This is an optimization exercise on Yosys and OpenROAD, whose aim is small area, a short achievable clock period and few clock cycles per item, not a production implementation.
Where RTL was checked, it was by simulation tests only, not by an equivalence proof against the original.
Only the layout flow was run in runs 1, 2 and 5; the RTL was not checked for function there.
No activity file was given, so power comes from the tool's default toggle rates.

$ cat flow/design.v
module mxq_block (
    input  wire         clk,
    input  wire         rst,         
    input  wire         in_valid,
    output wire         in_ready,
    input  wire [31:0]  in_data,     
    input  wire [2:0]   in_fmt,      
    input  wire         in_rmode,    
    output wire         out_valid,
    input  wire         out_ready,
    output wire [7:0]   out_scale,
    output wire [255:0] out_elems,
    output wire [5:0]   out_flush,
    output wire         out_nan
);
    localparam [2:0] FMT_FP4  = 3'd0,    
                     FMT_E2M3 = 3'd1,
                     FMT_E3M2 = 3'd2,
                     FMT_E4M3 = 3'd3,
                     FMT_E5M2 = 3'd4,
                     FMT_INT8 = 3'd5;
    localparam integer NR = 34;          
    localparam [5:0]   NRM1 = NR - 1;
    function [3:0] fmt_emax(input [2:0] f);
        case (f)
            FMT_FP4:  fmt_emax = 4'd2;
            FMT_E2M3: fmt_emax = 4'd2;
            FMT_E3M2: fmt_emax = 4'd4;
            FMT_E4M3: fmt_emax = 4'd8;
            FMT_E5M2: fmt_emax = 4'd15;
            default:  fmt_emax = 4'd0;    
        endcase
    endfunction
    function [4:0] fmt_bias(input [2:0] f);
        case (f)
            FMT_FP4:  fmt_bias = 5'd1;
            FMT_E2M3: fmt_bias = 5'd1;
            FMT_E3M2: fmt_bias = 5'd3;
            FMT_E4M3: fmt_bias = 5'd7;
            FMT_E5M2: fmt_bias = 5'd15;
            default:  fmt_bias = 5'd1;
        endcase
    endfunction
    function [2:0] fmt_m(input [2:0] f);
        case (f)
            FMT_FP4:  fmt_m = 3'd1;
            FMT_E2M3: fmt_m = 3'd3;
            FMT_E3M2: fmt_m = 3'd2;
            FMT_E4M3: fmt_m = 3'd3;
            FMT_E5M2: fmt_m = 3'd2;
            default:  fmt_m = 3'd6;
        endcase
    endfunction
    function [7:0] fmt_largest(input [2:0] f);
        case (f)
            FMT_FP4:  fmt_largest = 8'h07;
            FMT_E2M3: fmt_largest = 8'h1F;
            FMT_E3M2: fmt_largest = 8'h1F;
            FMT_E4M3: fmt_largest = 8'h7E;
            FMT_E5M2: fmt_largest = 8'h7B;
            default:  fmt_largest = 8'h7F;
        endcase
    endfunction
    function [19:0] conv_k(input [7:0] mx, input [2:0] f);
        reg [3:0] emax;
        reg [4:0] bias;
        reg [2:0] m;
        reg       big;
        reg [8:0] kb;
        reg [9:0] k2;
        begin
            emax = fmt_emax(f);
            bias = fmt_bias(f);
            m    = fmt_m(f);
            big  = mx > {4'd0, emax};
            if (big) begin
                kb = {1'b0, mx} - {5'd0, emax} - {4'd0, bias};
                k2 = {2'b0, mx} - {6'd0, emax} - {5'd0, bias} - {7'd0, m} + 10'd8;
            end else begin
                kb = 9'd0 - {4'd0, bias};
                k2 = 10'd8 - {7'd0, m} - {5'd0, bias};
            end
            conv_k = {big, kb, k2};
        end
    endfunction
    reg  [16:0] ring [0:NR-1];
    reg  [5:0]  lbl;         
    reg  [5:0]  wl;          
    reg  [5:0]  rlm;         
    reg  [5:0]  occ;         
    reg  [4:0]  w;           
    reg         ir;          
    wire        wr = in_valid && ir;
    wire [16:0] in_red = {in_data[31], in_data[30:23], in_data[22:16],
                          |in_data[15:0]};
    integer p;
    always @(posedge clk) begin
        ring[0] <= wr ? in_red : ring[NR-1];
        for (p = 1; p < NR; p = p + 1)
            ring[p] <= ring[p-1];
    end
    reg  [7:0]  e_ex;
    reg         e_fz;        
    reg         e_v, e_first, e_last;
    reg  [7:0]  r_max;
    reg         r_nan, r_inf;
    reg  [5:0]  r_fl;
    reg  [2:0]  r_fmt;
    reg         r_rm;
    reg         sp;          
    wire        e_max  = (e_ex == 8'hFF);
    wire        e_isn  = e_max && !e_fz;
    wire        e_isi  = e_max && e_fz;
    wire        e_iss  = (e_ex == 8'd0) && !e_fz;
    wire [7:0]  e_nm   = e_max ? 8'd0 : e_ex;
    wire        e_sel  = e_v && (e_first || e_nm > r_max);
    wire [7:0]  n_max  = e_sel ? e_nm : r_max;
    wire        n_nan  = e_v ? (e_isn || (!e_first && r_nan)) : r_nan;
    wire        n_inf  = e_v ? (e_isi || (!e_first && r_inf)) : r_inf;
    wire [5:0]  n_fl   = e_v ? ((e_first ? 6'd0 : r_fl) + {5'd0, e_iss}) : r_fl;
    wire        fin    = e_v && e_last;      
    wire        st_rdy = fin || sp;
    wire [19:0] k_e    = conv_k(e_nm, r_fmt);
    wire [19:0] k_r    = conv_k(r_max, r_fmt);
    wire [19:0] n_k    = e_sel ? k_e : k_r;
    reg         c_act;
    reg  [4:0]  ci;          
    reg  [2:0]  c_fmt;
    reg         c_rm;
    reg         c_big, c_zero;
    reg  [8:0]  c_kb;        
    reg  [9:0]  c_k2;        
    reg         c_nanblk, c_nanout;
    reg  [5:0]  c_fl;
    wire [16:0] rd      = ring[NR-2];
    wire        rd_s    = rd[16];
    wire [7:0]  rd_ex   = rd[15:8];
    wire [7:0]  rd_sig  = {1'b1, rd[7:1]};
    wire        rd_st   = rd[0];
    wire [2:0]  s1_m    = fmt_m(c_fmt);
    wire        s1_zero = (rd_ex == 8'd0);
    wire [9:0]  s1_d    = {c_kb[8], c_kb} - {2'b0, rd_ex};   
    wire [5:0]  s1_te   = rd_ex[5:0] - c_kb[5:0];
    wire [9:0]  s1_ss   = c_k2 - {2'b0, rd_ex};
    wire        s1_norm = s1_d[9];
    wire        s1_sat  = (s1_ss[8:4] != 5'd0) || (s1_ss[3:0] > 4'd8);
    reg  [6:0]  s1_mag;
    reg         s1_g, s1_stk;
    reg  [6:0]  sn_mag, ss_mag;
    reg         sn_g, sn_stk, ss_g, ss_stk;
    integer k;
    always @(*) begin
        case (s1_m)
            3'd1: begin
                sn_mag = {s1_te[5:0], rd_sig[6]};
                sn_g   = rd_sig[5];
                sn_stk = rd_st || (rd_sig[4:0] != 5'd0);
            end
            3'd2: begin
                sn_mag = {s1_te[4:0], rd_sig[6:5]};
                sn_g   = rd_sig[4];
                sn_stk = rd_st || (rd_sig[3:0] != 4'd0);
            end
            3'd3: begin
                sn_mag = {s1_te[3:0], rd_sig[6:4]};
                sn_g   = rd_sig[3];
                sn_stk = rd_st || (rd_sig[2:0] != 3'd0);
            end
            default: begin
                sn_mag = {s1_te[0], rd_sig[6:1]};
                sn_g   = rd_sig[0];
                sn_stk = rd_st;
            end
        endcase
        ss_mag = rd_sig >> s1_ss[3:0];
        ss_g   = (s1_ss[3:0] == 4'd0 || s1_sat) ? 1'b0 : rd_sig[s1_ss[3:0] - 4'd1];
        ss_stk = rd_st;
        for (k = 0; k < 7; k = k + 1)
            if (k + 2 <= s1_ss[3:0] && rd_sig[k])
                ss_stk = 1'b1;
        if (s1_sat)
            ss_mag = 7'd0;
        if (s1_zero) begin
            s1_mag = 7'd0;
            s1_g   = 1'b0;
            s1_stk = sn_stk;
        end else if (s1_norm) begin
            s1_mag = sn_mag;
            s1_g   = sn_g;
            s1_stk = sn_stk;
        end else begin
            s1_mag = ss_mag;
            s1_g   = ss_g;
            s1_stk = ss_stk;
        end
    end
    reg         s2_v;
    reg  [6:0]  s2_mag;
    reg         s2_g, s2_stk, s2_s, s2_zero;
    reg         s2_e0, s2_e1, s2_last;
    reg  [2:0]  k_fmt;
    reg         k_rm, k_nanblk, k_nanout;
    reg  [7:0]  k_sc;
    reg  [5:0]  k_fl;
    reg  [7:0]  xb;          
    reg         ov;
    reg  [255:8] oel;
    reg  [7:0]  xo;
    reg  [7:0]  osc;
    reg  [5:0]  ofl;
    reg         onan;
    wire        com     = s2_v && (s2_e0 || !ov);
    wire        com_r   = com && !s2_e0;
    wire        s2_free = !s2_v || com;
    wire        iss     = c_act && (lbl == rlm) && s2_free;
    wire        k_fp4   = (k_fmt == FMT_FP4);
    wire        k_fp6   = (k_fmt == FMT_E2M3) || (k_fmt == FMT_E3M2);
    wire        s2_up   = !k_rm && s2_g && (s2_stk || s2_mag[0]);
    wire [7:0]  s2_lg   = fmt_largest(k_fmt);
    wire        s2_ovf  = ({1'b0, s2_mag} > s2_lg) ||
                          ({1'b0, s2_mag} == s2_lg && s2_up);
    wire        s2_int  = (k_fmt == FMT_INT8);
    wire        s2_neg  = s2_int && s2_s;
    wire [7:0]  s2_inc  = ({1'b0, s2_mag} ^ {8{s2_neg}}) + {7'd0, s2_up ^ s2_neg};
    reg  [7:0]  s2_code;
    always @(*) begin
        if (s2_ovf)
            s2_code = s2_neg ? (8'd0 - s2_lg) : s2_lg;
        else
            s2_code = s2_inc;
        if (!s2_int) begin
            if (k_fp4)
                s2_code[3] = s2_s;
            else if (k_fp6)
                s2_code[5] = s2_s;
            else
                s2_code[7] = s2_s;
        end
        if (k_nanblk)
            s2_code = 8'd0;
    end
    wire        s2_fl   = !k_nanblk && !s2_zero && (s2_mag == 7'd0) && !s2_up;
    wire [5:0]  s2_flc  = k_fl + {5'd0, s2_fl};
    reg  [255:8] oel_n;
    integer b;
    always @(*) begin
        for (b = 8; b < 256; b = b + 1) begin
            if (k_fp4 && b < 128)
                oel_n[b] = (b < 124) ? oel[b+4] : s2_code[b-124];
            else if (k_fp6 && b < 192)
                oel_n[b] = (b < 186) ? oel[b+6] : s2_code[b-186];
            else if (b < 248)
                oel_n[b] = oel[b+8];
            else
                oel_n[b] = (!k_fp4 && !k_fp6) ? s2_code[b-248] : 1'b0;
        end
    end
    wire        c_done  = !c_act || (iss && ci == 5'd31);
    wire        c_load  = c_done && st_rdy;
    wire [5:0]  lbl_n   = (lbl == NRM1) ? 6'd0 : lbl + 6'd1;
    wire [5:0]  wl_n    = wr ? ((wl == NRM1) ? 6'd0 : wl + 6'd1) : wl;
    wire [5:0]  occ_n   = occ + {5'd0, wr} - {5'd0, iss};
    wire [4:0]  w_n     = w + {4'd0, wr};
    wire [5:0]  rlm_n   = iss ? ((rlm == NRM1) ? 6'd0 : rlm + 6'd1) : rlm;
    wire [4:0]  ci_n    = c_load ? 5'd0 : ci + {4'd0, iss};
    wire        c_act_n = c_load || (c_act && !c_done);
    wire        sp_n    = st_rdy && !c_load;
    wire        fin_n   = wr && (w == 5'd31);
    wire        s2_v_n  = s2_free ? iss : s2_v;
    wire        s2_e0_n = s2_free ? (ci == 5'd0) : s2_e0;
    wire        ov_n    = (com_r && s2_last) || (ov && !out_ready);
    wire        s2_free_nn = !s2_v_n || s2_e0_n || !ov_n;
    wire        iss_nn  = c_act_n && (lbl_n == rlm_n) && s2_free_nn;
    wire        c_done_nn = !c_act_n || (iss_nn && ci_n == 5'd31);
    wire        ir_n    = (lbl_n == wl_n) && (occ_n != NR[5:0]) &&
                          (w_n != 5'd0 || !(sp_n || fin_n) || c_done_nn);
    always @(posedge clk) begin
        if (rst) begin
            lbl   <= 6'd0;
            wl    <= 6'd0;
            rlm   <= NRM1;
            occ   <= 6'd0;
            w     <= 5'd0;
            ir    <= 1'b1;
            e_v   <= 1'b0;
            sp    <= 1'b0;
            c_act <= 1'b0;
            ci    <= 5'd0;
            s2_v  <= 1'b0;
            ov    <= 1'b0;
        end else begin
            lbl   <= lbl_n;
            wl    <= wl_n;
            occ   <= occ_n;
            w     <= w_n;
            ir    <= ir_n;
            e_v   <= wr;
            sp    <= sp_n;
            rlm   <= rlm_n;
            ci    <= ci_n;
            c_act <= c_act_n;
            s2_v  <= s2_v_n;
            ov    <= ov_n;
        end
    end
    always @(posedge clk) begin
        if (wr) begin
            e_ex    <= in_data[30:23];
            e_fz    <= (in_data[22:0] == 23'd0);
            e_first <= (w == 5'd0);
            e_last  <= (w == 5'd31);
        end
        if (wr && w == 5'd0) begin
            r_fmt <= in_fmt;
            r_rm  <= in_rmode;
        end
        if (e_v) begin
            r_max <= n_max;
            r_nan <= n_nan;
            r_inf <= n_inf;
            r_fl  <= n_fl;
        end
        if (c_load) begin
            c_fmt    <= r_fmt;
            c_rm     <= r_rm;
            c_big    <= n_k[19];
            c_kb     <= n_k[18:10];
            c_k2     <= n_k[9:0];
            c_zero   <= (n_max == 8'd0);
            c_nanblk <= n_nan || n_inf;
            c_nanout <= n_inf && !n_nan;
            c_fl     <= n_fl;
        end
        if (iss && s2_free) begin
            s2_mag  <= s1_mag;
            s2_g    <= s1_g;
            s2_stk  <= s1_stk;
            s2_s    <= rd_s;
            s2_zero <= s1_zero;
            s2_e0   <= (ci == 5'd0);
            s2_e1   <= (ci == 5'd1);
            s2_last <= (ci == 5'd31);
        end
        if (iss && ci == 5'd0) begin
            k_fmt    <= c_fmt;
            k_rm     <= c_rm;
            k_nanblk <= c_nanblk;
            k_nanout <= c_nanout;
            k_sc     <= c_nanblk ? 8'hFF :
                        c_zero   ? 8'h7F :
                        c_big    ? (c_kb[7:0] + {3'd0, fmt_bias(c_fmt)}) : 8'd0;
        end
        if (iss && ci == 5'd0)
            k_fl <= c_fl;
        else if (com)
            k_fl <= s2_flc;
        if (com && s2_e0) begin
            xb[3:0] <= s2_code[3:0];
            if (!k_fp4)
                xb[5:4] <= s2_code[5:4];
            if (!k_fp4 && !k_fp6)
                xb[7:6] <= s2_code[7:6];
        end
        if (com && s2_e1) begin
            if (k_fp4)
                xb[7:4] <= s2_code[3:0];
            if (k_fp6)
                xb[7:6] <= s2_code[1:0];
        end
        if (com_r)
            oel <= oel_n;
        if (com_r && s2_last) begin
            xo   <= xb;
            osc  <= k_sc;
            ofl  <= s2_flc;
            onan <= k_nanout;
        end
    end
    assign in_ready  = ir;
    assign out_valid = ov;
    assign out_scale = osc;
    assign out_elems = {oel, xo};
    assign out_flush = ofl;
    assign out_nan   = onan;
endmodule
$ cat flow/config.mk
export PLATFORM = sky130hd
export DESIGN_NAME = mxq_block
export DESIGN_NICKNAME = mxq_block
export VERILOG_FILES = /design/flow/design.v
export SDC_FILE = /design/flow/constraint.sdc
export NUM_CORES = 4
export LEC_CHECK = 0
export CAP_MARGIN = 20
export CORE_MARGIN = 2
export CORE_UTILIZATION = 40
export SLEW_MARGIN = 20
$ cat flow/constraint.sdc
create_clock -name core_clock -period 14.0 [get_ports {clk}]
set_input_delay 2.8000 -clock core_clock [delete_from_list [all_inputs] [get_ports {clk}]]
set_output_delay 2.8000 -clock core_clock [all_outputs]
set_load 0.01 [all_outputs]
$ cat flow/run.sh
#!/bin/bash
# synth_recipe.tcl (not shown) runs the flow's synth.tcl, then flattens the netlist and writes it again
# the make line also repeats each setting of config.mk as NAME=value (left out here)
make -C /OpenROAD-flow-scripts/flow DESIGN_CONFIG=/design/flow/config.mk WORK_HOME=/design/flow/orfs CLKGATE_MAP_FILE= SYNTH_SCRIPT=/design/flow/synth_recipe.tcl finish
==> impl_metrics.env, run 1 <==
export IMPL_syn_inst=3011
export IMPL_worst_pin_slew_ps=1120
export IMPL_hpwl_mm=51.6
export IMPL_setup_violations=0
export IMPL_num_io_pins=313
export IMPL_ys_ff_latch=994
export IMPL_diodes=0
export IMPL_via_per_inst=5.04
export IMPL_nNetsFinal=3410
export IMPL_crit_top_cell="inv_1"
export IMPL_slowest_stage="clkdlybuf4s50_1"
export IMPL_slowest_delay_ps=460
export IMPL_h_tree_depth=3
export IMPL_finalClockSkew_ps=25.5
export IMPL_start_util_pct=40.5
export IMPL_ys_warnings_count=188
export IMPL_relSlewSlack_pct=25.4
export IMPL_postSynth_asyncResetShare_pct=0
export IMPL_fp_dieW_um=306
export IMPL_cap_viol_max_count=0
export IMPL_cts_clk_slew_worst_paths_ps=60
export IMPL_drv_slew=0
export IMPL_postRouteAntennaNets=0
export IMPL_grt_usage_pct=16.4
export IMPL_hold_viol_final=0
export IMPL_placedCellCount=4326
export IMPL_dr_pass1_iters=5
export IMPL_max_freq_ghz=0.188
export IMPL_grt_max_degree=184
export IMPL_status="no timing/DRC/antenna violations"
export IMPL_path_class="in2reg"
export IMPL_whs_ps=316
export IMPL_clock_latency_ps=680
export IMPL_setup_tns_ps=0
export IMPL_fin_cells=4507
export IMPL_die_y_um=306
export IMPL_antenna_found_initial=2
export IMPL_vias=22700
export IMPL_clockRootBuffer="clkbuf_16"
export IMPL_postCtsSetupBuffers=0
export IMPL_rows=110
export IMPL_min_period_ps=5310
export IMPL_ys_seq_area_share_pct=64.8
export IMPL_wl_per_cell_um=17.4
export IMPL_place_congestion=0.832
export IMPL_cp_max_fo=12
export IMPL_grt_pass1_vias=21700
export IMPL_critPathCaptureType="flop"
export IMPL_synth_fp_nets=3170
export IMPL_synth_edff_count=372
export IMPL_cts_hold_buffers=0
export IMPL_cp_start_kind="input pin"
export IMPL_irDropWorstVdd_uv=125
export IMPL_p_leak_nw=16.9
export IMPL_drc_errors=0
export IMPL_cp_required_ps=14530
export IMPL_cts_buffers=98
export IMPL_max_clock_path_buffers=3
export IMPL_cts_num_sinks=994
export IMPL_syn_area_per_cell_um2=12.1
export IMPL_core_um2=90100
export IMPL_drt_iter0_markers=1500
export IMPL_synth_ff_type="dfxtp_1"
export IMPL_portBuffers=312
export IMPL_grt_setup_unrepaired="no"
export IMPL_yosysUniqueCellTypes=75
export IMPL_routed_wl_mm=78.5
export IMPL_cp_arrival_ps=5840
export IMPL_hold_path_class="reg2reg"
export IMPL_p_per_area_nw_per_um2=145
export IMPL_ctsResizeCount=0
export IMPL_syn_area_um2=36500
export IMPL_cts_tree="built"
export IMPL_gr_total_overflow=0
export IMPL_fp_dieArea_um2=93600
export IMPL_area_delta_synth_final_pct=19.4
export IMPL_drive_above_1_share_pct=6.60
export IMPL_grt_pass1_wl_mm=123
export IMPL_cp_cell_sequence="clkdlybuf4s50_1 -> nand2_1 -> ha_1 -> inv_1 -> ha_1 -> inv_1 -> fa_1 -> inv_1 -> a21oi_1 -> o21bai_1 -> xor2_1 -> or4_1 -> or3_1 -> a41oi_1 -> a31oi_1"
export IMPL_post_route_period_util_pct=37.9
-- cell families after synthesis --
family | share of synthesized area, %
DFF | 64.8
and+or+nand+nor | 9.76
AOI/OAI and AO/OA | 10.3
buffers and inverters | 3.86
muxes | 4.71
adders and majority gates | 4.45
xor gates and xnor gates | 2.19
-- cell type report --
type                            instances  area [um^2]
Clock buffer                          138         2810
Timing Repair Buffer                  334         3310
Sequential cell                       994        23600
Clock inverter                         42          429
Fill cell                            8002        46600
Multi-Input combinational cell       1707        11500
Inverter                              116          435
Tap cell                             1176         1470
-- cell usage after synthesis, drive strengths merged, types with 4 or more instances --
| master | count | area share (%) |
|---|---|---|
| nand2b | 20 | 0.34 |
| nand4 | 9 | 0.15 |
| nand4b | 4 | 0.096 |
| fa | 18 | 0.99 |
| a21o | 18 | 0.37 |
| nor3b | 8 | 0.16 |
| mux2i | 130 | 3.6 |
| o31ai | 8 | 0.16 |
| a221oi | 4 | 0.096 |
| nand2 | 494 | 5.1 |
| o21ai | 80 | 1.1 |
| edfxtp | 372 | 31 |
| nor4 | 21 | 0.36 |
| inv | 115 | 1.2 |
| a31oi | 4 | 0.069 |
| or4 | 4 | 0.082 |
| o21bai | 8 | 0.16 |
| and3 | 8 | 0.14 |
| o221ai | 5 | 0.12 |
| and2 | 14 | 0.24 |
| a21oi | 75 | 1.0 |
| nand3b | 5 | 0.10 |
| nor3 | 24 | 0.36 |
| dfxtp | 622 | 34 |
| or2 | 8 | 0.14 |
| xor2 | 31 | 0.74 |
| buf | 75 | 1.4 |
| or3 | 11 | 0.19 |
| a22oi | 12 | 0.25 |
| nand3 | 33 | 0.45 |
| xnor2 | 60 | 1.4 |
| a21boi | 5 | 0.10 |
| a22o | 121 | 2.9 |
| nor2b | 36 | 0.62 |
| o22ai | 13 | 0.22 |
| a211oi | 10 | 0.22 |
| o211ai | 125 | 2.6 |
| nor2 | 99 | 1.0 |
| mux2 | 33 | 1.0 |
| clkbuf | 119 | 1.2 |
| a211o | 4 | 0.096 |
| ha | 101 | 3.5 |
| o21a | 8 | 0.16 |
-- sequential cells by signal (all words and copies together) (netlist names), 5 cells and up --
signal and flops:
wl 6, r_fl 6, s2_mag 7, lbl 6
k_fl 6, e_ex 8, occ 6, xo 8
oel 248, ci 5, osc 8, xb 8
ofl 6, rlm 6, k_sc 8, r_max 8
c_fl 6, ring 578, c_k2 9, c_kb 9
w 5
-- worst paths after layout --
path,cells past startpoint,from,endpoint,slack [ps]
max reg2reg,18,r_fmt[1],c_k2[8],9200
min reg2reg,0,ring[27][1],ring[28][1],320
max,15,in_valid,ir,8690
min,0,ring[27][1],ring[28][1],320
-- through the flow --
stage | power (mW) | utilization, % | instance area (um^2) | setup slack (ps)
after detailed placement | 3.80 | 44.7 | 40300 | 8000
after global placement | 3.80 | 44.7 | 40300 | 8000
after CTS | 6.41 | 48.3 | 43500 | 8690
final | 6.33 | 48.3 | 43600 | 8690
after floorplan | 3.66 | - | 36500 | 2020
after global routing | 6.60 | 48.3 | 43600 | 8480
-- placed cells by master, fill, tap and decap left out, types with 20 or more instances in the layout --
cell type / count
clkdlybuf4s50_1: 312
clkbuf_16: 102
o211ai_1: 125
nor3_1: 23
nand2b_1: 20
a22o_1: 121
a21oi_1: 75
mux2i_1: 130
clkbuf_1: 24
nand3_1: 33
xnor2_1: 60
ha_1: 101
nor2b_1: 35
buf_4: 20
inv_1: 115
mux2_2: 33
o21ai_0: 77
xor2_1: 31
nor4_1: 21
nor2_1: 97
nand2_1: 493
dfxtp_1: 622
edfxtp_1: 372
-- routing by layer --
metal / up-vias / global-route usage [%] / wire (um)
li1: 11100 / - / -
met1: 11000 / 22.6 / 36500
met2: 553 / 26.2 / 36000
met3: 117 / 3.35 / 4220
met4: 0 / 4.71 / 1760
met5: - / 0 / 0
-- report_power, final --
group	leakage [nW]	switching (mW)	internal, mW
registers	8.51	0.0709	3.20
clock network	1.58	1.11	1.47
logic	6.77	0.257	0.220
-- worst max-delay path, delay by kind of cell --
family          cells  cell delay (ps)
compound gates      4              400
xor+xnor            1               80
fa+ha+maj           3              930
buf+inv             4              640
simple gates        3              970
==> run 2, diff against run 1 <==
--- a/flow/config.mk
+++ b/flow/config.mk
@@ -6,4 +6,5 @@
 export NUM_CORES = 4
 export LEC_CHECK = 0
+export ABC_CLOCK_PERIOD_IN_PS = 4000
 export CAP_MARGIN = 20
 export CORE_MARGIN = 2
==> impl_metrics.env, run 2 <==
export IMPL_portBuffers=312
export IMPL_core_um2=90100
export IMPL_cts_buffers=98
export IMPL_worst_slack_ps=8690
export IMPL_slowest_stage="clkdlybuf4s50_1"
export IMPL_cts_tree="built"
export IMPL_post_route_period_util_pct=37.9
export IMPL_cts_clk_slew_worst_paths_ps=60
export IMPL_hold_path_class="reg2reg"
export IMPL_crit_family="simple AND/OR/NAND/NOR gates"
export IMPL_diodes=0
export IMPL_clockRootBuffer="clkbuf_16"
export IMPL_ff2ff_path_depth=18
export IMPL_ys_warnings_count=188
export IMPL_setup_tns_ps=0
export IMPL_critPathCaptureType="flop"
export IMPL_top_regs="ring (578), oel (248)"
export IMPL_status="no timing/DRC/antenna violations"
export IMPL_max_clock_path_buffers=3
export IMPL_crit_buf_inv=4
export IMPL_via_per_inst=5.04
export IMPL_cp_required_ps=14530
export IMPL_grt_setup_unrepaired="no"
export IMPL_min_period_ps=5310
export IMPL_p_per_area_nw_per_um2=145
export IMPL_ys_seq_area_share_pct=64.8
export IMPL_fp_dieArea_um2=93600
export IMPL_pre_cts_slack_ps=8000
export IMPL_cp_max_fo=12
export IMPL_nNetsFinal=3410
export IMPL_routed_wl_mm=78.5
export IMPL_grt_max_degree=184
export IMPL_synth_fp_nets=3170
export IMPL_synth_ff_type="dfxtp_1"
export IMPL_drv_slew=0
export IMPL_yosysUniqueCellTypes=75
export IMPL_vias=22700
export IMPL_multi_input_comb_area_um2=11500
export IMPL_die_y_um=306
export IMPL_setup_violations=0
export IMPL_final_cell_mix="dfxtp_1 (622), nand2_1 (493), edfxtp_1 (372)"
export IMPL_grt_pass1_wl_mm=123
export IMPL_syn_area_per_cell_um2=12.1
export IMPL_synthTopCellsByArea="dfxtp_1 (34%), edfxtp_1 (31%), nand2_1 (5.1%)"
export IMPL_wl_met3_mm=4.22
export IMPL_ctsResizeCount=0
export IMPL_postCtsSetupBuffers=0
export IMPL_drive_above_1_share_pct=6.60
export IMPL_worst_pin_slew_ps=1120
export IMPL_syn_area_um2=36500
export IMPL_cp_start_kind="input pin"
export IMPL_crit_top_cell="inv_1"
export IMPL_postRouteAntennaNets=0
export IMPL_place_congestion=0.832
export IMPL_rows=110
export IMPL_p_leak_nw=16.9
export IMPL_cts_num_sinks=994
export IMPL_grt_usage_pct=16.4
export IMPL_h_tree_depth=3
export IMPL_cp_arrival_ps=5840
export IMPL_placedCellCount=4326
export IMPL_stdcell_area_um2=43600
export IMPL_antenna_found_initial=2
export IMPL_whs_path_depth=0
export IMPL_cap_viol_max_count=0
export IMPL_layout_commonest_cell="dfxtp_1"
export IMPL_largest_register="ring"
export IMPL_gr_total_overflow=0
export IMPL_syn_inst=3011
export IMPL_top_layer_used="met4"
export IMPL_finalClockSkew_ps=25.5
export IMPL_area_delta_synth_final_pct=19.4
export IMPL_drc_errors=0
export IMPL_postSynth_asyncResetShare_pct=0
export IMPL_crit_cells=15
export IMPL_start_util_pct=40.5
export IMPL_wl_met2_mm=36.0
export IMPL_slowest_delay_ps=460
export IMPL_synth_cells_most_frequent="dfxtp_1 (622), nand2_1 (494), edfxtp_1 (372), mux2i_1 (130), o211ai_1 (125)"
export IMPL_dr_pass1_iters=5
export IMPL_ys_ff_latch=994
export IMPL_cts_hold_buffers=0
export IMPL_fin_cells=4507
export IMPL_relSlewSlack_pct=25.4
export IMPL_path_class="in2reg"
export IMPL_hpwl_mm=51.6
export IMPL_cp_cell_sequence="clkdlybuf4s50_1 -> nand2_1 -> ha_1 -> inv_1 -> ha_1 -> inv_1 -> fa_1 -> inv_1 -> a21oi_1 -> o21bai_1 -> xor2_1 -> or4_1 -> or3_1 -> a41oi_1 -> a31oi_1"
export IMPL_fp_dieW_um=306
export IMPL_yosysTopAreaCell="dfxtp_1"
export IMPL_max_freq_ghz=0.188
export IMPL_finish_utilization_pct=48.3
export IMPL_synth_top_area_share_pct=34.1
export IMPL_synth_edff_count=372
export IMPL_regArea_um2=23600
export IMPL_placed_area_um2=40300
export IMPL_hold_viol_final=0
export IMPL_drt_iter0_markers=1500
export IMPL_num_io_pins=313
export IMPL_grt_pass1_vias=21700
export IMPL_irDropWorstVdd_uv=125
export IMPL_clock_latency_ps=680
export IMPL_met1Wirelength_mm=36.5
export IMPL_largest_reg_flops=578
export IMPL_wl_per_cell_um=17.4
export IMPL_filler_cell_count=8002
export IMPL_yosysMostFrequentCell="dfxtp_1"
run 2: cell counts in the layout (fill, tap and decap cells not counted):
Identical to the previous run, type by type.
run 2: kinds of logic after synthesis:
kind of cell               Yosys count  synth area share, %
DFF                                994                 64.8
and+or+nand+nor                    807                 9.76
AOI/OAI and AO/OA                  525                 10.3
buffers and inverters              310                 3.86
muxes                              165                 4.71
adders and majority gates          119                 4.45
xor gates and xnor gates            91                 2.19
run 2: final timing paths:
check	start	to	slack (ps)
setup / recovery	in_valid	ir	8690
hold / removal	ring[27][1]	ring[28][1]	320
setup reg to reg	r_fmt[1]	c_k2[8]	9200
hold reg to reg	ring[27][1]	ring[28][1]	320
run 2: cell type report:
| cell class | instances | share of cell area (%) |
|---|---|---|
| inverter | 116 | 1.00 |
| timing repair buffer | 334 | 7.61 |
| sequential | 994 | 54.2 |
| tap | 1176 | 3.38 |
| clock inverter | 42 | 0.985 |
| multi-input combinational | 1707 | 26.3 |
| clock buffer | 138 | 6.45 |
run 2: power breakdown:
group	switching, mW	internal, mW
Clock	1.11	1.47
Sequential	0.0709	3.20
Combinational	0.257	0.220
Total	1.44	4.89
run 2: per-layer routing:
| metal | vias up | global-route usage, % |
|---|---|---|
| met4 | 0 | 4.71 |
| met5 | - | 0 |
| li1 | 11100 | - |
| met2 | 553 | 26.2 |
| met3 | 117 | 3.35 |
| met1 | 11000 | 22.6 |
run 2: metrics by stage:
stage | power, mW | hold slack [ps]
after detailed placement | 3.80 | 312
after global routing | 6.60 | 318
after global placement | 3.80 | 310
after CTS | 6.41 | 317
after floorplan | 3.66 | 310
final | 6.33 | 316
==> run 3, diff against run 2 <==
--- a/flow/design.v
+++ b/flow/design.v
@@ -88,5 +88,5 @@
     reg  [5:0]  wl;          
     reg  [5:0]  rlm;         
-    reg  [5:0]  occ;         
+    reg         full;        
     reg  [4:0]  w;           
     reg         ir;          
@@ -100,28 +100,14 @@
             ring[p] <= ring[p-1];
     end
-    reg  [7:0]  e_ex;
-    reg         e_fz;        
-    reg         e_v, e_first, e_last;
     reg  [7:0]  r_max;
     reg         r_nan, r_inf;
-    reg  [5:0]  r_fl;
     reg  [2:0]  r_fmt;
     reg         r_rm;
+    reg         fin;         
     reg         sp;          
-    wire        e_max  = (e_ex == 8'hFF);
-    wire        e_isn  = e_max && !e_fz;
-    wire        e_isi  = e_max && e_fz;
-    wire        e_iss  = (e_ex == 8'd0) && !e_fz;
-    wire [7:0]  e_nm   = e_max ? 8'd0 : e_ex;
-    wire        e_sel  = e_v && (e_first || e_nm > r_max);
-    wire [7:0]  n_max  = e_sel ? e_nm : r_max;
-    wire        n_nan  = e_v ? (e_isn || (!e_first && r_nan)) : r_nan;
-    wire        n_inf  = e_v ? (e_isi || (!e_first && r_inf)) : r_inf;
-    wire [5:0]  n_fl   = e_v ? ((e_first ? 6'd0 : r_fl) + {5'd0, e_iss}) : r_fl;
-    wire        fin    = e_v && e_last;      
+    wire [7:0]  in_ex  = in_data[30:23];
+    wire        in_max = (in_ex == 8'hFF);
+    wire        in_fz  = (in_data[22:0] == 23'd0);
     wire        st_rdy = fin || sp;
-    wire [19:0] k_e    = conv_k(e_nm, r_fmt);
-    wire [19:0] k_r    = conv_k(r_max, r_fmt);
-    wire [19:0] n_k    = e_sel ? k_e : k_r;
     reg         c_act;
     reg  [4:0]  ci;          
@@ -132,5 +118,5 @@
     reg  [9:0]  c_k2;        
     reg         c_nanblk, c_nanout;
-    reg  [5:0]  c_fl;
+    wire [19:0] n_k = conv_k(r_max, r_fmt);
     wire [16:0] rd      = ring[NR-2];
     wire        rd_s    = rd[16];
@@ -140,4 +126,5 @@
     wire [2:0]  s1_m    = fmt_m(c_fmt);
     wire        s1_zero = (rd_ex == 8'd0);
+    wire        s1_sub  = s1_zero && ((rd[7:1] != 7'd0) || rd_st);
     wire [9:0]  s1_d    = {c_kb[8], c_kb} - {2'b0, rd_ex};   
     wire [5:0]  s1_te   = rd_ex[5:0] - c_kb[5:0];
@@ -197,5 +184,5 @@
     reg         s2_v;
     reg  [6:0]  s2_mag;
-    reg         s2_g, s2_stk, s2_s, s2_zero;
+    reg         s2_g, s2_stk, s2_s, s2_zero, s2_sub;
     reg         s2_e0, s2_e1, s2_last;
     reg  [2:0]  k_fmt;
@@ -240,5 +227,6 @@
             s2_code = 8'd0;
     end
-    wire        s2_fl   = !k_nanblk && !s2_zero && (s2_mag == 7'd0) && !s2_up;
+    wire        s2_fl   = s2_sub ||
+                          (!k_nanblk && !s2_zero && (s2_mag == 7'd0) && !s2_up);
     wire [5:0]  s2_flc  = k_fl + {5'd0, s2_fl};
     reg  [255:8] oel_n;
@@ -260,5 +248,5 @@
     wire [5:0]  lbl_n   = (lbl == NRM1) ? 6'd0 : lbl + 6'd1;
     wire [5:0]  wl_n    = wr ? ((wl == NRM1) ? 6'd0 : wl + 6'd1) : wl;
-    wire [5:0]  occ_n   = occ + {5'd0, wr} - {5'd0, iss};
+    wire        full_n  = (full || (wr && wl == rlm)) && !iss;
     wire [4:0]  w_n     = w + {4'd0, wr};
     wire [5:0]  rlm_n   = iss ? ((rlm == NRM1) ? 6'd0 : rlm + 6'd1) : rlm;
@@ -270,9 +258,18 @@
     wire        s2_e0_n = s2_free ? (ci == 5'd0) : s2_e0;
     wire        ov_n    = (com_r && s2_last) || (ov && !out_ready);
-    wire        s2_free_nn = !s2_v_n || s2_e0_n || !ov_n;
-    wire        iss_nn  = c_act_n && (lbl_n == rlm_n) && s2_free_nn;
-    wire        c_done_nn = !c_act_n || (iss_nn && ci_n == 5'd31);
-    wire        ir_n    = (lbl_n == wl_n) && (occ_n != NR[5:0]) &&
-                          (w_n != 5'd0 || !(sp_n || fin_n) || c_done_nn);
+    wire        ov_c    = com_r && s2_last;
+    wire        cdn_pre = !c_act_n || ((lbl_n == rlm_n) && ci_n == 5'd31 &&
+                                       (!s2_v_n || s2_e0_n));
+    wire        cdn_a   = c_act_n && (lbl_n == rlm_n) && ci_n == 5'd31;
+    wire        cdn_r0  = cdn_pre || (cdn_a && !(ov_c || ov));
+    wire        cdn_r1  = cdn_pre || (cdn_a && !ov_c);
+    wire        cdn     = out_ready ? cdn_r1 : cdn_r0;
+    wire [5:0]  wl_p1   = (wl == NRM1) ? 6'd0 : wl + 6'd1;
+    wire        base1   = (lbl_n == wl_p1) && !((full || wl == rlm) && !iss);
+    wire        base0   = (lbl_n == wl) && !(full && !iss);
+    wire        need1   = (w == 5'd31);
+    wire        need0   = (w == 5'd0) && sp_n;
+    wire        ir_n    = wr ? (base1 && (!need1 || cdn))
+                             : (base0 && (!need0 || cdn));
     always @(posedge clk) begin
         if (rst) begin
@@ -280,8 +277,8 @@
             wl    <= 6'd0;
             rlm   <= NRM1;
-            occ   <= 6'd0;
+            full  <= 1'b0;
             w     <= 5'd0;
             ir    <= 1'b1;
-            e_v   <= 1'b0;
+            fin   <= 1'b0;
             sp    <= 1'b0;
             c_act <= 1'b0;
@@ -292,8 +289,8 @@
             lbl   <= lbl_n;
             wl    <= wl_n;
-            occ   <= occ_n;
+            full  <= full_n;
             w     <= w_n;
             ir    <= ir_n;
-            e_v   <= wr;
+            fin   <= fin_n;
             sp    <= sp_n;
             rlm   <= rlm_n;
@@ -305,19 +302,15 @@
     end
     always @(posedge clk) begin
-        if (wr) begin
-            e_ex    <= in_data[30:23];
-            e_fz    <= (in_data[22:0] == 23'd0);
-            e_first <= (w == 5'd0);
-            e_last  <= (w == 5'd31);
-        end
         if (wr && w == 5'd0) begin
             r_fmt <= in_fmt;
             r_rm  <= in_rmode;
-        end
-        if (e_v) begin
-            r_max <= n_max;
-            r_nan <= n_nan;
-            r_inf <= n_inf;
-            r_fl  <= n_fl;
+            r_max <= in_max ? 8'd0 : in_ex;
+            r_nan <= in_max && !in_fz;
+            r_inf <= in_max && in_fz;
+        end else if (wr) begin
+            if (!in_max && in_ex > r_max)
+                r_max <= in_ex;
+            r_nan <= r_nan || (in_max && !in_fz);
+            r_inf <= r_inf || (in_max && in_fz);
         end
         if (c_load) begin
@@ -327,8 +320,7 @@
             c_kb     <= n_k[18:10];
             c_k2     <= n_k[9:0];
-            c_zero   <= (n_max == 8'd0);
-            c_nanblk <= n_nan || n_inf;
-            c_nanout <= n_inf && !n_nan;
-            c_fl     <= n_fl;
+            c_zero   <= (r_max == 8'd0);
+            c_nanblk <= r_nan || r_inf;
+            c_nanout <= r_inf && !r_nan;
         end
         if (iss && s2_free) begin
@@ -338,4 +330,5 @@
             s2_s    <= rd_s;
             s2_zero <= s1_zero;
+            s2_sub  <= s1_sub;
             s2_e0   <= (ci == 5'd0);
             s2_e1   <= (ci == 5'd1);
@@ -352,5 +345,5 @@
         end
         if (iss && ci == 5'd0)
-            k_fl <= c_fl;
+            k_fl <= 6'd0;
         else if (com)
             k_fl <= s2_flc;
--- a/flow/config.mk
+++ b/flow/config.mk
@@ -6,7 +6,7 @@
 export NUM_CORES = 4
 export LEC_CHECK = 0
-export ABC_CLOCK_PERIOD_IN_PS = 4000
 export CAP_MARGIN = 20
 export CORE_MARGIN = 2
 export CORE_UTILIZATION = 40
+export CTS_BUF_LIST = sky130_fd_sc_hd__clkbuf_4
 export SLEW_MARGIN = 20
==> impl_metrics.env, run 3 <==
export IMPL_start_util_pct=40.5
export IMPL_gr_total_overflow=0
export IMPL_whs_ps=282
export IMPL_grt_pass1_vias=22500
export IMPL_finalClockSkew_ps=61.8
export IMPL_ys_warnings_count=188
export IMPL_filler_cell_count=7706
export IMPL_hold_path_class="reg2reg"
export IMPL_cp_endpoint="out_elems[126]"
export IMPL_clockRootBuffer="clkbuf_4"
export IMPL_fp_dieW_um=298
export IMPL_startpoint="oel[126]"
export IMPL_grt_setup_unrepaired="no"
export IMPL_yosysUniqueCellTypes=85
export IMPL_fp_dieArea_um2=88800
export IMPL_ys_seq_area_share_pct=65.9
export IMPL_h_tree_depth=4
export IMPL_cts_tree="built"
export IMPL_worst_slack_ps=8990
export IMPL_nNetsFinal=3348
export IMPL_postSynth_asyncResetShare_pct=0
export IMPL_worst_pin_slew_ps=1100
export IMPL_ff2ff_path_depth=15
export IMPL_postCtsSetupBuffers=0
export IMPL_min_period_ps=5010
export IMPL_grt_usage_pct=16.9
export IMPL_muxShareOfSynthArea_pct=4.14
export IMPL_layout_commonest_cell="dfxtp_1"
export IMPL_placedCellCount=4123
export IMPL_ys_ff_latch=967
export IMPL_max_freq_ghz=0.200
export IMPL_synth_ff_type="dfxtp_1"
export IMPL_synth_top_area_share_pct=36.1
export IMPL_p_switching_mw=1.34
export IMPL_vias=22600
export IMPL_area_delta_synth_final_pct=20.3
export IMPL_yosysTopAreaCell="dfxtp_1"
export IMPL_irDropWorstVdd_uv=94.6
export IMPL_num_io_pins=313
export IMPL_drv_slew=0
export IMPL_post_route_period_util_pct=35.8
export IMPL_hold_path_startpoint="ring[28][0]"
export IMPL_p_int_mw=4.37
export IMPL_crit_cells=1
export IMPL_syn_area_um2=34600
export IMPL_drive_above_1_share_pct=12.9
export IMPL_setup_violations=0
export IMPL_regToRegStartpoint="r_fmt[2]"
export IMPL_synth_fp_nets=2973
export IMPL_cts_hold_buffers=0
export IMPL_switching_share_pct=23.4
export IMPL_die_y_um=298
export IMPL_core_um2=85400
export IMPL_fin_cells=4574
export IMPL_relSlewSlack_pct=26.8
export IMPL_postRouteAntennaNets=0
export IMPL_synth_compound_area_share_pct=9.66
export IMPL_routed_wl_mm=75.7
export IMPL_synth_cells_most_frequent="dfxtp_1 (623), nand2_1 (536), edfxtp_1 (344), mux2i_1 (134), o211ai_1 (129)"
export IMPL_p_seq_share_pct=54.8
export IMPL_synth_top_family_by_area="simple AND/OR/NAND/NOR gates"
export IMPL_grt_max_degree=162
export IMPL_setup_tns_ps=0
export IMPL_cap_viol_max_count=0
export IMPL_status="no timing/DRC/antenna violations"
export IMPL_r2r_end="c_k2[8]"
export IMPL_drt_iter0_markers=1435
export IMPL_slowest_stage="clkdlybuf4s50_1"
export IMPL_p_leak_nw=16.5
export IMPL_syn_inst=2842
export IMPL_synth_fa_ha_area_share_pct=3.54
export IMPL_hpwl_mm=49.3
export IMPL_pre_cts_slack_ps=8590
export IMPL_cts_buffers=235
export IMPL_cp_cell_sequence="clkdlybuf4s50_1"
export IMPL_final_cell_mix="dfxtp_1 (623), nand2_1 (536), clkbuf_4 (354)"
export IMPL_place_congestion=0.875
export IMPL_slowest_delay_ps=640
export IMPL_drc_errors=0
export IMPL_cts_num_sinks=967
export IMPL_path_class="reg2out"
export IMPL_yosysMostFrequentCell="dfxtp_1"
export IMPL_cts_clk_slew_worst_paths_ps=70
export IMPL_cp_start_kind="flop"
export IMPL_synthTopCellsByArea="dfxtp_1 (36%), edfxtp_1 (30%), nand2_1 (5.8%)"
export IMPL_top_regs="ring (578), oel (248)"
export IMPL_syn_area_per_cell_um2=12.2
export IMPL_dr_pass1_iters=6
export IMPL_ctsResizeCount=0
export IMPL_critPathCaptureType="output pin"
export IMPL_antenna_found_initial=2
export IMPL_power_frac_comb_pct=4.3
export IMPL_grt_pass1_wl_mm=121
export IMPL_max_clock_path_buffers=3
export IMPL_hold_viol_final=0
export IMPL_largest_register="ring"
export IMPL_synth_edff_count=344
export IMPL_cp_max_fo=6
export IMPL_portBuffers=312
export IMPL_crit_buf_inv=1
export IMPL_p_per_area_nw_per_um2=137
export IMPL_cp_required_ps=11200
export IMPL_finish_utilization_pct=48.7
export IMPL_wl_per_cell_um=16.5
export IMPL_synthSimpleGateAreaFrac_pct=10.5
export IMPL_synth_xor_area_share_pct=2.46
export IMPL_clock_latency_ps=1100
export IMPL_rows=107
export IMPL_via_per_inst=4.94
export IMPL_rrSetupSlack_ps=9560
export IMPL_cp_arrival_ps=2210
export IMPL_pwr_share_clk_pct=40.9
export IMPL_largest_reg_flops=578
export IMPL_crit_family="buffers and inverters"
==> run 3: cell types whose count changed in the layout (fill, tap and decap cells not counted), sizes merged, moves of 20 or more <==
cell,change
a21oi,-25
ha,-20
edfxtp,-28
mux2,-33
clkinv,+52
inv,-39
clkbuf,+216
nand2,+43
==> run 3: how the worst min path moves through the flow <==
stage / to / slack, ps / depth (start not counted)
2_1_floorplan: ring[10][0] / 310 / 0
3_3_place_gp: ring[9][16] / 310 / 0
3_5_place_dp: ring[11][14] / 310 / 0
4_1_cts: ring[32][1] / 260 / 0
5_1_grt: ring[32][1] / 270 / 0
6_report: ring[29][0] / 280 / 0
==> run 3: power groups by stage <==
stage               Clock [mW]  Sequential (mW)  Combinational [mW]
finish                    2.34             3.13               0.247
global route              2.59             3.14               0.281
CTS                       2.44             3.13               0.248
detailed placement           0             3.19               0.246
global placement             0             3.19               0.240
floorplan                    0             3.16               0.186
==> run 3: cell type report <==
class / count / area, um^2 / share of cell area, %
well taps: 1144 / 1430 / 3.44
repair buffers: 332 / 3320 / 7.97
flip-flops and latches: 967 / 22800 / 54.8
clock inverters: 89 / 533 / 1.28
multi-input cells: 1604 / 10600 / 25.4
diodes: 7 / 17.5 / 0.0421
inverters: 77 / 289 / 0.695
clock buffers: 354 / 2660 / 6.39
==> run 3: metrics by stage <==
step / total power, mW / cell area, um^2
after floorplan: 3.35 / 34600
after detailed placement: 3.44 / 38400
after CTS: 5.82 / 41500
after global placement: 3.43 / 38400
final: 5.71 / 41600
after global routing: 6.01 / 41600
==> run 3: logic make-up (layout without fill, tap and decap cells) <==
kind of cell	Yosys count	in the layout
and+or+nand+nor	833	833
other	0	7
muxes	138	138
DFF	967	967
AOI/OAI and AO/OA	456	456
xor gates and xnor gates	85	85
adders and majority gates	92	92
buffers and inverters	271	852
==> run 3: routing by layer <==
layer	track usage [%]	share of wire, %	vias up
li1	-	-	10900
met1	22.7	46	10900
met2	26.2	46	729
met3	4.02	5.9	149
met4	7.31	2.8	0
met5	0	0	-
Testbench counts of run 3, summed over its fixed seeds: cycles 16,664, items 512.
==> run 4, diff against run 3 <==
--- a/flow/config.mk
+++ b/flow/config.mk
@@ -9,4 +9,3 @@
 export CORE_MARGIN = 2
 export CORE_UTILIZATION = 40
-export CTS_BUF_LIST = sky130_fd_sc_hd__clkbuf_4
 export SLEW_MARGIN = 20
==> impl_metrics.env, run 4 <==
export IMPL_status="no timing/DRC/antenna violations"
export IMPL_start_util_pct=40.5
export IMPL_cts_clk_slew_worst_paths_ps=60
export IMPL_critPathCaptureType="flop"
export IMPL_cp_max_fo=30
export IMPL_die_y_um=298
export IMPL_postCtsSetupBuffers=0
export IMPL_grt_setup_unrepaired="no"
export IMPL_antenna_found_initial=0
export IMPL_synth_fp_nets=2973
export IMPL_min_period_ps=4680
export IMPL_synthTopCellsByArea="dfxtp_1 (36%), edfxtp_1 (30%), nand2_1 (5.8%)"
export IMPL_fp_dieW_um=298
export IMPL_gr_total_overflow=0
export IMPL_path_class="in2reg"
export IMPL_place_congestion=0.875
export IMPL_p_switching_mw=1.29
export IMPL_finalClockSkew_ps=35.6
export IMPL_ff2ff_path_depth=15
export IMPL_syn_inst=2842
export IMPL_synth_top_area_share_pct=36.1
export IMPL_wl_per_cell_um=17.3
export IMPL_dr_pass1_iters=7
export IMPL_cts_tree="built"
export IMPL_fp_dieArea_um2=88800
export IMPL_post_route_period_util_pct=33.5
export IMPL_drive_above_1_share_pct=7.18
export IMPL_clockRootBuffer="clkbuf_16"
export IMPL_layout_commonest_cell="dfxtp_1"
export IMPL_h_tree_depth=3
export IMPL_ctsResizeCount=0
export IMPL_whs_path_depth=0
export IMPL_final_cell_mix="dfxtp_1 (623), nand2_1 (536), edfxtp_1 (344)"
export IMPL_cp_required_ps=14400
export IMPL_largest_register="ring"
export IMPL_ys_seq_area_share_pct=65.9
export IMPL_yosysTopAreaCell="dfxtp_1"
export IMPL_cp_start_kind="input pin"
export IMPL_postSynth_asyncResetShare_pct=0
export IMPL_hpwl_mm=49.3
export IMPL_p_seq_share_pct=52.6
export IMPL_p_leak_nw=16.2
export IMPL_multi_input_comb_area_um2=10600
export IMPL_p_per_area_nw_per_um2=143
export IMPL_worst_pin_slew_ps=1100
export IMPL_num_io_pins=313
export IMPL_portBuffers=312
export IMPL_area_delta_synth_final_pct=20.6
export IMPL_filler_cell_count=7566
export IMPL_drt_iter0_markers=1464
export IMPL_syn_area_per_cell_um2=12.2
export IMPL_hold_viol_final=0
export IMPL_power_frac_comb_pct=4.2
export IMPL_core_um2=85400
export IMPL_drc_errors=0
export IMPL_cts_hold_buffers=0
export IMPL_nNetsFinal=3210
export IMPL_max_freq_ghz=0.214
export IMPL_cts_buffers=97
export IMPL_max_clock_path_buffers=3
export IMPL_hold_path_class="reg2reg"
export IMPL_switching_share_pct=21.7
export IMPL_p_int_mw=4.65
export IMPL_grt_pass1_wl_mm=119
export IMPL_vias=21600
export IMPL_pwr_share_clk_pct=43.2
export IMPL_clock_latency_ps=660
export IMPL_drv_slew=0
export IMPL_synth_cells_most_frequent="dfxtp_1 (623), nand2_1 (536), edfxtp_1 (344), mux2i_1 (134), o211ai_1 (129)"
export IMPL_synth_ff_type="dfxtp_1"
export IMPL_largest_reg_flops=578
export IMPL_cp_arrival_ps=5090
export IMPL_ys_warnings_count=188
export IMPL_setup_tns_ps=0
export IMPL_setup_violations=0
export IMPL_top_regs="ring (578), oel (248)"
export IMPL_irDropWorstVdd_uv=119
export IMPL_cts_num_sinks=967
export IMPL_via_per_inst=5.01
export IMPL_rows=107
export IMPL_grt_pass1_vias=21100
export IMPL_diodes=0
export IMPL_ys_ff_latch=967
export IMPL_synth_edff_count=344
export IMPL_grt_usage_pct=16.5
export IMPL_yosysUniqueCellTypes=85
export IMPL_p_total_mw=5.95
export IMPL_postRouteAntennaNets=0
export IMPL_cap_viol_max_count=0
export IMPL_syn_area_um2=34600
export IMPL_grt_max_degree=162
export IMPL_routed_wl_mm=74.6
export IMPL_yosysMostFrequentCell="dfxtp_1"
export IMPL_regArea_um2=22800
export IMPL_relSlewSlack_pct=26.8
run 4: layout make-up:
type	instances	share of cell area (%)
multi-input combinational	1604	25.3
timing repair buffer	332	7.95
clock buffer	138	6.80
inverter	77	0.693
sequential	967	54.7
tap	1144	3.43
clock inverter	43	1.12
run 4: critical path, stage by stage:
cell and delay [ps]:
clkdlybuf4s50_1 460, nand2_1 60, buf_4 240, inv_1 680
nand2_1 190, inv_1 240, nand2_1 180, and2_1 200
run 4: final timing paths:
path	endpoint	slack, ps	startpoint
hold reg to reg	ring[21][1]	310	ring[20][1]
setup / recovery	r_max[6]	9320	in_valid
hold / removal	ring[21][1]	310	ring[20][1]
setup reg to reg	c_k2[8]	9560	r_fmt[2]
run 4: through the flow:
step	instance area (um^2)	util (%)	hold WS [ps]	std cells	setup WS, ps
2_1_floorplan	34600	-	310	2842	6880
3_3_place_gp	38400	44.9	310	4123	8660
3_5_place_dp	38400	44.9	312	4123	8590
4_1_cts	41700	48.8	310	4304	9290
5_1_grt	41700	48.8	306	4305	9090
6_report	41700	48.8	315	4305	9320
run 4: power groups by stage:
stage                     registers (mW)  logic [mW]  clock network [mW]
final                               3.13       0.247                2.57
after floorplan                     3.16       0.186                   0
after global placement              3.19       0.240                   0
after detailed placement            3.19       0.246                   0
after CTS                           3.13       0.248                2.65
after global routing                3.14       0.281                2.76
run 4: per-layer routing:
metal | up-vias | track usage, % | wire [um]
met5 | - | 0 | 0
met4 | 0 | 4.77 | 1890
met3 | 139 | 2.88 | 3860
met2 | 583 | 26.3 | 34400
met1 | 10500 | 23.1 | 34500
li1 | 10400 | - | -
run 4: logic make-up after synthesis:
logic type / count (synthesis) / synth area share (%)
flops: 967 / 65.9
simple gates: 833 / 10.5
compound gates: 456 / 9.66
buf+inv: 271 / 3.73
mux: 138 / 4.14
fa+ha+maj: 92 / 3.54
xor+xnor: 85 / 2.46
==> run 5, diff against run 4 <==
--- a/flow/design.v
+++ b/flow/design.v
@@ -186,4 +186,5 @@
     reg         s2_g, s2_stk, s2_s, s2_zero, s2_sub;
     reg         s2_e0, s2_e1, s2_last;
+    reg  [1:0]  s2_i;        
     reg  [2:0]  k_fmt;
     reg         k_rm, k_nanblk, k_nanout;
@@ -198,5 +199,4 @@
     reg         onan;
     wire        com     = s2_v && (s2_e0 || !ov);
-    wire        com_r   = com && !s2_e0;
     wire        s2_free = !s2_v || com;
     wire        iss     = c_act && (lbl == rlm) && s2_free;
@@ -230,18 +230,48 @@
                           (!k_nanblk && !s2_zero && (s2_mag == 7'd0) && !s2_up);
     wire [5:0]  s2_flc  = k_fl + {5'd0, s2_fl};
-    reg  [255:8] oel_n;
-    integer b;
+    reg  [5:0]  pk;          
+    reg         pk_emit;
+    reg  [7:0]  pk_byte;
+    reg  [5:0]  pk_n;
     always @(*) begin
-        for (b = 8; b < 256; b = b + 1) begin
-            if (k_fp4 && b < 128)
-                oel_n[b] = (b < 124) ? oel[b+4] : s2_code[b-124];
-            else if (k_fp6 && b < 192)
-                oel_n[b] = (b < 186) ? oel[b+6] : s2_code[b-186];
-            else if (b < 248)
-                oel_n[b] = oel[b+8];
-            else
-                oel_n[b] = (!k_fp4 && !k_fp6) ? s2_code[b-248] : 1'b0;
+        pk_emit = 1'b1;
+        pk_byte = s2_code;
+        pk_n    = pk;
+        if (k_fp4) begin
+            pk_emit = s2_i[0];
+            pk_byte = {s2_code[3:0], pk[3:0]};
+            pk_n    = {2'b00, s2_code[3:0]};
+        end else if (k_fp6) begin
+            case (s2_i)
+                2'd0: begin
+                    pk_emit = 1'b0;
+                    pk_n    = s2_code[5:0];
+                end
+                2'd1: begin
+                    pk_byte = {s2_code[1:0], pk[5:0]};
+                    pk_n    = {2'b00, s2_code[5:2]};
+                end
+                2'd2: begin
+                    pk_byte = {s2_code[3:0], pk[3:0]};
+                    pk_n    = {4'd0, s2_code[5:4]};
+                end
+                default: begin
+                    pk_byte = {s2_code[5:0], pk[1:0]};
+                end
+            endcase
         end
     end
+    wire        pk_first = (k_fp4 || k_fp6) ? s2_e1 : s2_e0;
+    wire        sh_r     = com && pk_emit && !pk_first;
+    wire [255:8] oel_n;
+    assign oel_n[247:8]   = oel[255:16];
+    assign oel_n[255:248] = (!k_fp4 && !k_fp6) ? pk_byte : 8'd0;
+    wire [255:8] oel_d;
+    assign oel_d[255:192] = oel_n[255:192];
+    assign oel_d[191:184] = k_fp6 ? pk_byte : oel_n[191:184];
+    assign oel_d[183:136] = oel_n[183:136];
+    assign oel_d[135:128] = k_fp4 ? 8'd0 : oel_n[135:128];
+    assign oel_d[127:120] = k_fp4 ? pk_byte : oel_n[127:120];
+    assign oel_d[119:8]   = oel_n[119:8];
     wire        c_done  = !c_act || (iss && ci == 5'd31);
     wire        c_load  = c_done && st_rdy;
@@ -257,6 +287,6 @@
     wire        s2_v_n  = s2_free ? iss : s2_v;
     wire        s2_e0_n = s2_free ? (ci == 5'd0) : s2_e0;
-    wire        ov_n    = (com_r && s2_last) || (ov && !out_ready);
-    wire        ov_c    = com_r && s2_last;
+    wire        ov_n    = (com && s2_last) || (ov && !out_ready);
+    wire        ov_c    = com && s2_last;
     wire        cdn_pre = !c_act_n || ((lbl_n == rlm_n) && ci_n == 5'd31 &&
                                        (!s2_v_n || s2_e0_n));
@@ -333,4 +363,5 @@
             s2_e0   <= (ci == 5'd0);
             s2_e1   <= (ci == 5'd1);
+            s2_i    <= ci[1:0];
             s2_last <= (ci == 5'd31);
         end
@@ -348,20 +379,11 @@
         else if (com)
             k_fl <= s2_flc;
-        if (com && s2_e0) begin
-            xb[3:0] <= s2_code[3:0];
-            if (!k_fp4)
-                xb[5:4] <= s2_code[5:4];
-            if (!k_fp4 && !k_fp6)
-                xb[7:6] <= s2_code[7:6];
-        end
-        if (com && s2_e1) begin
-            if (k_fp4)
-                xb[7:4] <= s2_code[3:0];
-            if (k_fp6)
-                xb[7:6] <= s2_code[1:0];
-        end
-        if (com_r)
-            oel <= oel_n;
-        if (com_r && s2_last) begin
+        if (com)
+            pk <= pk_n;
+        if (com && pk_emit && pk_first)
+            xb <= pk_byte;
+        if (sh_r)
+            oel <= oel_d;
+        if (com && s2_last) begin
             xo   <= xb;
             osc  <= k_sc;
==> impl_metrics.env, run 5 <==
export IMPL_setup_violations=0
export IMPL_p_per_area_nw_per_um2=162
export IMPL_cts_hold_buffers=0
export IMPL_wl_met2_mm=29.6
export IMPL_max_freq_ghz=0.208
export IMPL_max_clock_path_buffers=3
export IMPL_nNetsFinal=2546
export IMPL_hold_viol_final=0
export IMPL_drive_above_1_share_pct=8.05
export IMPL_pwr_share_clk_pct=44.1
export IMPL_drt_iter0_markers=958
export IMPL_h_tree_depth=3
export IMPL_cts_num_sinks=975
export IMPL_ctsResizeCount=0
export IMPL_wl_met3_mm=3.68
export IMPL_p_total_mw=6.08
export IMPL_fp_dieW_um=284
export IMPL_cts_buffers=99
export IMPL_yosysTopAreaCell="dfxtp_1"
export IMPL_yosysMostFrequentCell="dfxtp_1"
export IMPL_post_route_period_util_pct=34.3
export IMPL_synth_edff_count=356
export IMPL_finalClockSkew_ps=24.8
export IMPL_stdcell_area_um2=37600
export IMPL_largest_reg_flops=578
export IMPL_r2r_end="oel[237]"
export IMPL_path_class="in2reg"
export IMPL_cp_max_fo=8
export IMPL_postSynth_asyncResetShare_pct=0
export IMPL_irDropWorstVdd_uv=101
export IMPL_layout_commonest_cell="dfxtp_1"
export IMPL_grt_usage_pct=15.0
export IMPL_ys_ff_latch=975
export IMPL_p_switching_mw=1.28
export IMPL_status="no timing/DRC/antenna violations"
export IMPL_cp_required_ps=14270
export IMPL_via_per_inst=4.64
export IMPL_setup_tns_ps=0
export IMPL_start_util_pct=40.5
export IMPL_place_congestion=0.886
export IMPL_grt_setup_unrepaired="no"
export IMPL_p_seq_share_pct=51.9
export IMPL_synth_top_area_share_pct=39.4
export IMPL_drc_errors=0
export IMPL_clockRootBuffer="clkbuf_16"
export IMPL_relSlewSlack_pct=25.1
export IMPL_antenna_found_initial=0
export IMPL_vias=16400
export IMPL_switching_share_pct=21.1
export IMPL_rows=102
export IMPL_clock_latency_ps=650
export IMPL_ys_seq_area_share_pct=73.4
export IMPL_cts_clk_slew_worst_paths_ps=60
export IMPL_power_frac_comb_pct=4.0
export IMPL_drv_slew=0
export IMPL_wl_per_cell_um=17.3
export IMPL_postCtsSetupBuffers=0
export IMPL_p_leak_nw=14.3
export IMPL_yosysUniqueCellTypes=81
export IMPL_fp_dieArea_um2=80800
export IMPL_gr_total_overflow=0
export IMPL_syn_inst=2249
export IMPL_startpoint="in_data[24]"
export IMPL_p_int_mw=4.79
export IMPL_diodes=0
export IMPL_cp_start_kind="input pin"
export IMPL_cap_viol_max_count=0
export IMPL_die_y_um=284
export IMPL_core_um2=77600
export IMPL_postRouteAntennaNets=0
export IMPL_routed_wl_mm=61.3
export IMPL_synth_cells_most_frequent="dfxtp_1 (619), edfxtp_1 (356), buf_4 (216), nand2_1 (171), nor2_1 (93)"
export IMPL_worst_pin_slew_ps=1120
export IMPL_grt_pass1_wl_mm=94.4
export IMPL_synth_ff_type="dfxtp_1"
export IMPL_ys_warnings_count=2
export IMPL_top_regs="ring (578), oel (248)"
export IMPL_placed_area_um2=34100
export IMPL_hpwl_mm=43.0
export IMPL_regToRegStartpoint="k_fmt[1]"
export IMPL_cp_arrival_ps=5080
export IMPL_syn_area_per_cell_um2=14.0
export IMPL_hold_path_class="reg2reg"
export IMPL_rrSetupSlack_ps=9450
export IMPL_num_io_pins=313
export IMPL_ff2ff_path_depth=5
export IMPL_cp_endpoint="r_max[1]"
export IMPL_met1Wirelength_mm=26.0
export IMPL_whs_ps=318
export IMPL_min_period_ps=4810
export IMPL_portBuffers=312
export IMPL_largest_register="ring"
export IMPL_area_delta_synth_final_pct=19.5
export IMPL_synth_fp_nets=2385
export IMPL_final_cell_mix="dfxtp_1 (619), edfxtp_1 (356), clkdlybuf4s50_1 (312)"
export IMPL_synthTopCellsByArea="dfxtp_1 (39%), edfxtp_1 (34%), buf_4 (5.2%)"
export IMPL_critPathCaptureType="flop"
export IMPL_top_layer_used="met4"
export IMPL_syn_area_um2=31400
export IMPL_dr_pass1_iters=8
export IMPL_grt_pass1_vias=16200
export IMPL_grt_max_degree=80
export IMPL_cts_tree="built"
[run 5: worst min path at each step]
stage,start,end,slack [ps],cells past startpoint
after floorplan,ring[9][0],ring[10][0],310,0
after global placement,ring[27][6],ring[28][6],310,0
after detailed placement,ring[18][0],ring[19][0],310,0
after CTS,ring[14][15],ring[15][15],320,0
after global routing,ring[7][12],ring[8][12],320,0
final,ring[1][0],ring[2][0],320,0
[run 5: final cells by class]
type                            instances  area (um^2)
Multi-Input combinational cell        919         6200
Fill cell                            6690        40000
Sequential cell                       975        23100
Clock buffer                          132         2850
Tap cell                             1040         1300
Clock inverter                         55          591
Inverter                               93          349
Timing Repair Buffer                  322         3200
[run 5: per-layer routing]
metal | global-route usage (%) | vias to the layer above
met4 | 6.00 | 0
met3 | 3.46 | 114
met2 | 25.1 | 522
met1 | 18.7 | 7902
met5 | 0 | -
li1 | - | 7876
[run 5: power groups by stage]
stage / combinational (mW) / sequential [mW] / clock [mW]
6_report: 0.242 / 3.15 / 2.68
5_1_grt: 0.278 / 3.17 / 2.88
4_1_cts: 0.245 / 3.16 / 2.76
3_5_place_dp: 0.243 / 3.22 / 0
2_1_floorplan: 0.180 / 3.19 / 0
3_3_place_gp: 0.239 / 3.21 / 0
[run 5: kinds of logic (layout without fill, tap and decap cells)]
logic type / Yosys count / count (layout) / synth area share, %
compound gates: 266 / 266 / 5.56
xor+xnor: 84 / 84 / 2.39
fa+ha+maj: 97 / 97 / 4.09
buf+inv: 355 / 602 / 6.86
flops: 975 / 975 / 73.4
mux: 18 / 18 / 0.780
simple gates: 454 / 454 / 6.88
[run 5: worst max-delay path: stages]
cell and delay [ps]:
clkdlybuf4s50_1 480, ha_1 330, nor2b_1 140, o21a_1 120, o21ai_0 70, nand2b_1 80, a21oi_1 60, o21ai_0 140
o311ai_0 150, a21oi_1 720
[run 5: metrics by stage]
step           worst slack (ps)  utilization, %  instances
3_3_place_gp               8540            44.0       3349
2_1_floorplan              6390               -       2249
4_1_cts                    9210            48.4       3536
6_report                   9190            48.4       3536
5_1_grt                    9010            48.4       3536
3_5_place_dp               8550            44.0       3349

## re-timing with driven ports
How much do the figures lean on ideal ports? The routed layouts below were timed once more, with nothing changed but the port constraints. Step 1: set_driving_cell puts a clkbuf_16 on clk and a buf_2 on each other input, an assumption about the parent block. Step 2 times the ports against the registers' clock, not the clock port: input delays grow and output delays shrink by t, the midpoint of the rising clock arrivals with the driver on. Three values: ideal, step 1, step 2; two values: the first two.
| run | t (ns) | setup WS [ns] | cell pins on the clock port's net |
|---|---|---|---|
| run 1 | 0.730 | 8.691 / 8.730 / 8.000 | 1 |
| run 2 | 0.730 | 8.691 / 8.730 / 8.000 | 1 |
| run 3 | 1.124 | 8.992 / 8.936 / 8.607 | 1 |
| run 4 | 0.702 | 9.317 / 9.350 / 8.648 | 1 |
| run 5 | 0.700 | 9.192 / 9.232 / 8.531 | 1 |
After both steps setup and hold are still met in every run listed.
